Background: an optimization exercise with open tools, aiming at small area, a short achievable clock period and few clock cycles. Do not read the settings as production practice.
Function was checked by simulation only, so behaviour that the tests miss may differ from the original.

Setup of run 1:
## plane_hit
module plane_hit (
    input  wire               clk,
    input  wire               rst,
    input  wire               start,
    output wire               ready,
    input  wire signed [31:0] x2,
    input  wire signed [31:0] y2,
    input  wire signed [17:0] tx,
    input  wire signed [17:0] ty,
    input  wire signed [27:0] pz,
    input  wire signed [31:0] px,
    input  wire signed [31:0] py,
    input  wire        [15:0] cw,
    input  wire        [15:0] ch,
    input  wire        [14:0] wp,
    input  wire        [14:0] hp,
    output reg                done,
    output reg                hit,
    output reg         [13:0] u,
    output reg         [13:0] v
);
export LEC_CHECK = 0
export CAP_MARGIN = 5
export CORE_MARGIN = 2
export CORE_UTILIZATION = 62
export CTS_CLUSTER_DIAMETER = 120
export CTS_CLUSTER_SIZE = 25
export PLACE_DENSITY = 0.75
export SLEW_MARGIN = 5
create_clock -name core_clock -period 16.0 [get_ports {clk}]
standard.sh (not shown) runs the stock make flow with config.mk's settings and CLKGATE_MAP_FILE= SYNTH_SCRIPT=/design/flow/synth_recipe.tcl, a recipe that flattens the netlist after the stock synthesis.
==> flow/flow/run.sh <==
#!/bin/bash
set -euo pipefail
bash standard.sh SETUP_SLACK_MARGIN=10.7 finish > make_finish.log 2>&1
Run 1 ran to completion and came out clean on the timing, design-rule and antenna checks.
Testbench counts of run 1, summed over its fixed seeds: cycles 2,480.
The inputs of run 2 differ from those of run 1 as listed below.
# run 1
export LEC_CHECK = 0
export CAP_MARGIN = 5
export CORE_MARGIN = 2
export CORE_UTILIZATION = 62
export CTS_CLUSTER_DIAMETER = 120
export CTS_CLUSTER_SIZE = 25
export PLACE_DENSITY = 0.75
export SLEW_MARGIN = 5
create_clock -name core_clock -period 16.0 [get_ports {clk}]
# run 2
export LEC_CHECK = 0
export CAP_MARGIN = 20
export CORE_MARGIN = 2
export CORE_UTILIZATION = 40
export SLEW_MARGIN = 20
create_clock -name core_clock -period 16.0 [get_ports {clk}]
==> flow/flow/run.sh <==
#!/bin/bash
set -euo pipefail
bash standard.sh SETUP_SLACK_MARGIN=11 finish > make_finish.log 2>&1
==> comparison <==
The buffer share of cell area of run 2 is higher than that of run 1.
Number of cell rows was higher in run 2 than in run 1.
Final cell count (run 2 over run 1): increase, 1348
In the tables for run 2 and run 1, minimum period implied by the final worst setup slack reads higher with run 2.
NOTE: number of buffers added for setup after CTS in run 2 exceeds that of run 1
What run 3 does differently from run 2 at the input level:
# run 2
export LEC_CHECK = 0
export CAP_MARGIN = 20
export CORE_MARGIN = 2
export CORE_UTILIZATION = 40
export SLEW_MARGIN = 20
create_clock -name core_clock -period 16.0 [get_ports {clk}]
# run 3
export LEC_CHECK = 0
export CAP_MARGIN = 10
export CORE_MARGIN = 2
export CORE_UTILIZATION = 55
export CTS_CLUSTER_DIAMETER = 120
export CTS_CLUSTER_SIZE = 25
export PLACE_DENSITY = 0.7
export SLEW_MARGIN = 10
create_clock -name core_clock -period 16.0 [get_ports {clk}]
==> flow/flow/run.sh <==
#!/bin/bash
set -euo pipefail
bash standard.sh SETUP_SLACK_MARGIN=10.6 "BUFFER_PORTS_ARGS=-buffer_cell sky130_fd_sc_hd__buf_1" finish > make_finish.log 2>&1
[summary]
The flow did not stop early for run 3: all stages ran, and the layout cleared the timing, design-rule and antenna checks. Run 3 vs. run 2: global-route usage went up by 4.5 points. Run 3 gives less worst path buffer plus inverter count than run 2 did. Compared with run 2, in run 3 fill cell instance count of the final layout fell by 32%; path depth of the worst reg2reg path fell by 15; via count fell by about 3.3%; wire length fell by about 11%. Against run 2 as the reference, run 3 delivers a lower design area. Going from run 2 to run 3, area fraction in compound gates after synthesis shows no meaningful change, part of the cycle the worst path needs dropped 0.75 points.
What run 4 does differently from run 3 at the input level:
==> flow/flow/run.sh <==
#!/bin/bash
set -euo pipefail
bash standard.sh SETUP_SLACK_MARGIN=10.7 "BUFFER_PORTS_ARGS=-buffer_cell sky130_fd_sc_hd__buf_1" finish > make_finish.log 2>&1
### Flow results
Comparing antenna diode count for run 4 and run 3, the smaller number came from run 3.
From run 4 to run 3, H-tree depth reported by CTS did not move at all.
Compared with run 3, run 4 shows first-pass GRT wire length higher by 0.44%.
Share of the final layout cell area in multi-input gates of run 4 is on par with run 3.
Across run 4 and run 3, none had a timing, DRC or antenna violation.
Summary of run 4 over run 3: post-layout instance count excluding filler cells rose about 0.5%; via count increased about 0.6%.
The run showing the smaller met1 track utilization from global routing is run 3.
Global-route usage: run 4 vs run 3 — no meaningful difference
Changes observed in run 4 relative to run 3: time the worst path needs with I/O delays and setup closely matched the old numbers; area of the multi-input gates has increased.

-- afterwards: timing with drivers on the ports --
No port has a modelled driver above. Below, the same layouts with a new extraction and two added sets of constraints.
Step 1, drivers: a clkbuf_16 drives clk and a buf_2 each remaining input, both assumed.
Step 2 also shifts input and output timing later by t, the mid clock arrival at the registers, as if the neighbouring blocks saw the same clock.
Slacks: ideal / step 1 / step 2; pairs: ideal / step 1.
run	t (ns)	setup WS [ns]	worst setup path after step 2	worst slew at a driven data input, ns
run 1	0.788	10.785 / 10.785 / 10.785	register to register	0.14
run 2	0.896	10.605 / 10.605 / 10.605	register to register	0.18
run 3	0.788	10.725 / 10.725 / 10.725	register to register	0.16
run 4	0.795	10.726 / 10.726 / 10.726	register to register	0.15
After both steps setup and hold are still met in every run listed.
